Source: an optimization exercise on an open RTL-to-GDS flow (aim: small area, a short achievable clock period and few clock cycles per item). Production flows keep margins and buffers that such runs may drop. The RTL was checked by simulation tests, not by an equivalence proof against the original design.

Design xr_extend, start of the top module:
module xr_extend (
    input  wire         clk,
    input  wire         rst,       
    input  wire         start,
    input  wire [255:0] xr_in,     
    input  wire [255:0] d_in,      
    output wire         ready,
    output reg          done,
    output wire [255:0] xr_out     
);
Settings: LEC_CHECK=0, CAP_MARGIN=20, CORE_MARGIN=2, CORE_UTILIZATION=40, PLACE_DENSITY=0.6, SETUP_SLACK_MARGIN=4.0, SLEW_MARGIN=20; clock period 9.0 ns.
standard.sh (not shown) runs the stock make flow with config.mk's settings and CLKGATE_MAP_FILE= SYNTH_SCRIPT=/design/flow/synth_recipe.tcl, a recipe that flattens the netlist after the stock synthesis.
==> flow/flow/run.sh <==
#!/bin/bash
# The standard layout (the standard.sh) with three changes:
#  - synthesis maps the logic with the ABC script in flow/abc_speed.script
#    (classic delay-driven `map` on a choice network) instead of ORFS's; the
#    rest of synthesis, and so every register, is the standard one;
#  - ports are buffered with the smallest buffer (buf_1);
#  - clock tree synthesis inserts no dummy loads.
set -euo pipefail
here=$PWD
rm -rf "$here/scripts"
cp -r "$FLOW_HOME/scripts" "$here/scripts"
cp "$here/flow/abc_speed.script" "$here/scripts/abc_speed.script"
SCRIPTS_DIR="$here/scripts" bash standard.sh synth > synth.log 2>&1
export BUFFER_PORTS_ARGS="-buffer_cell sky130_fd_sc_hd__buf_1"
export CTS_ARGS="-sink_clustering_enable -repair_clock_nets -dont_use_dummy_load"
bash standard.sh finish > standard.log 2>&1
==> flow/flow/abc_speed.script <==
strash
dch -f
map -D 1000
topo
buffer -p
upsize
dnsize
Testbench counts at the start, summed over its fixed seeds: cycles 12,992, items 192.
Edit:
--- a/flow/flow/run.sh
+++ b/flow/flow/run.sh
@@ -7 +7,2 @@
-#  - clock tree synthesis inserts no dummy loads.
+#  - clock tree synthesis inserts no dummy loads and builds the tree from
+#    clkbuf_4 / clkbuf_8 cells.
@@ -15 +16 @@
-export CTS_ARGS="-sink_clustering_enable -repair_clock_nets -dont_use_dummy_load"
+export CTS_ARGS="-sink_clustering_enable -repair_clock_nets -dont_use_dummy_load -buf_list {sky130_fd_sc_hd__clkbuf_4 sky130_fd_sc_hd__clkbuf_8}"
Settings changed: SETUP_SLACK_MARGIN 4.0 to 2.0.
Outcome:
- The changed run passed the timing, design-rule and antenna checks
- design area shrinks by 14%
- first-iteration DRC count grows by 1.4%
- global-route usage shrinks by 0.82 points
- non-clock buffer count shrinks by 379
- clock-buffer cell count grows by 79
Edit:
--- a/flow/flow/run.sh
+++ b/flow/flow/run.sh
@@ -8 +8 @@
-#    clkbuf_4 / clkbuf_8 cells.
+#    clkbuf_8 cells, clustering up to 12 sinks per leaf buffer.
@@ -16 +16 @@
-export CTS_ARGS="-sink_clustering_enable -repair_clock_nets -dont_use_dummy_load -buf_list {sky130_fd_sc_hd__clkbuf_4 sky130_fd_sc_hd__clkbuf_8}"
+export CTS_ARGS="-sink_clustering_enable -repair_clock_nets -dont_use_dummy_load -buf_list {sky130_fd_sc_hd__clkbuf_8} -sink_clustering_size 12 -sink_clustering_max_diameter 60"
Settings changed: SETUP_SLACK_MARGIN 2.0 to 4.0, TNS_END_PERCENT set to 0.
Register-to-register slack improved by 1.5 ns.
Final cell count came out higher by 0.96%.
Cell area increases by 7.3%.
Via count goes up by 1.4%.
Core utilization came out higher by 3.3 points.
Sequential share of layout area decreases by 2.0 points.
Edit:
--- a/flow/flow/run.sh
+++ b/flow/flow/run.sh
@@ -8 +8 @@
-#    clkbuf_8 cells, clustering up to 12 sinks per leaf buffer.
+#    clkbuf_8 cells, clustering up to 16 sinks per leaf buffer.
@@ -16 +16 @@
-export CTS_ARGS="-sink_clustering_enable -repair_clock_nets -dont_use_dummy_load -buf_list {sky130_fd_sc_hd__clkbuf_8} -sink_clustering_size 12 -sink_clustering_max_diameter 60"
+export CTS_ARGS="-sink_clustering_enable -repair_clock_nets -dont_use_dummy_load -buf_list {sky130_fd_sc_hd__clkbuf_8} -sink_clustering_size 16 -sink_clustering_max_diameter 60"
Hold slack is worse by 0.0060 ns.
Utilization came out lower by 0.91 points.
Cell count shrinks by 0.73%.
Global-route usage came out lower by 0.29 points.
Die area stays the same.
Design area falls by 1.9%.
Fmax fell by 1.6%.
Clock skew is higher by 0.0052 ns.
Area after synthesis stays the same.
Wire length came out lower by 0.63%.
Edit:
--- a/flow/flow/run.sh
+++ b/flow/flow/run.sh
@@ -8 +8 @@
-#    clkbuf_8 cells, clustering up to 16 sinks per leaf buffer.
+#    clkbuf_8 cells, clustering up to 12 sinks per leaf buffer.
@@ -16 +16 @@
-export CTS_ARGS="-sink_clustering_enable -repair_clock_nets -dont_use_dummy_load -buf_list {sky130_fd_sc_hd__clkbuf_8} -sink_clustering_size 16 -sink_clustering_max_diameter 60"
+export CTS_ARGS="-sink_clustering_enable -repair_clock_nets -dont_use_dummy_load -buf_list {sky130_fd_sc_hd__clkbuf_8} -sink_clustering_size 12 -sink_clustering_max_diameter 60"
Settings changed: CORE_UTILIZATION 40 to 55, PLACE_DENSITY 0.6 to 0.7.
Effect: The new run completed with no timing, DRC or antenna violations; setup slack degrades by 0.018 ns; area after synthesis does not change; via count rose by a few percent.
Edit:
--- a/flow/flow/run.sh
+++ b/flow/flow/run.sh
@@ -8 +8 @@
-#    clkbuf_8 cells, clustering up to 12 sinks per leaf buffer.
+#    clkbuf_4 / clkbuf_8 cells.
@@ -16 +16 @@
-export CTS_ARGS="-sink_clustering_enable -repair_clock_nets -dont_use_dummy_load -buf_list {sky130_fd_sc_hd__clkbuf_8} -sink_clustering_size 12 -sink_clustering_max_diameter 60"
+export CTS_ARGS="-sink_clustering_enable -repair_clock_nets -dont_use_dummy_load -buf_list {sky130_fd_sc_hd__clkbuf_4 sky130_fd_sc_hd__clkbuf_8}"
Settings changed: CORE_UTILIZATION 55 to 40, PLACE_DENSITY 0.7 to 0.6, SETUP_SLACK_MARGIN 4.0 to 3.0, TNS_END_PERCENT 0 to unset.
Register-to-register slack degrades by 0.39 ns.
Global-route usage falls by 11 points.
Wire length is higher by 7.9%.

## re-timing with driven ports
The flow's constraints put no driver on any port. The routed layouts listed below were extracted and timed again, unchanged, in two steps. Step 1: set_driving_cell puts a clkbuf_16 on clk and a buf_2 on each other input, an assumption about the parent block. Step 2 times the ports against the registers' clock, not the clock port: input delays grow and output delays shrink by t, the midpoint of the rising clock arrivals with the driver on. Slacks: no drivers / after step 1 / after step 2; pairs: no drivers / after step 1.
| run | t (ns) | setup WS [ns] | clock arrival spread, ns |
|---|---|---|---|
| the first run | 0.879 | 3.544 / 3.544 / 3.544 | 0.123 / 0.123 |
| the second run | 1.038 | 2.071 / 2.071 / 2.071 | 0.166 / 0.166 |
| the third run | 1.016 | 3.543 / 3.543 / 3.543 | 0.139 / 0.139 |
| the fourth run | 1.015 | 3.456 / 3.456 / 3.456 | 0.146 / 0.146 |
| the fifth run | 0.996 | 3.438 / 3.438 / 3.438 | 0.179 / 0.179 |
| the sixth run | 1.038 | 3.044 / 3.044 / 3.044 | 0.162 / 0.163 |
After both steps setup and hold are still met in every run listed.
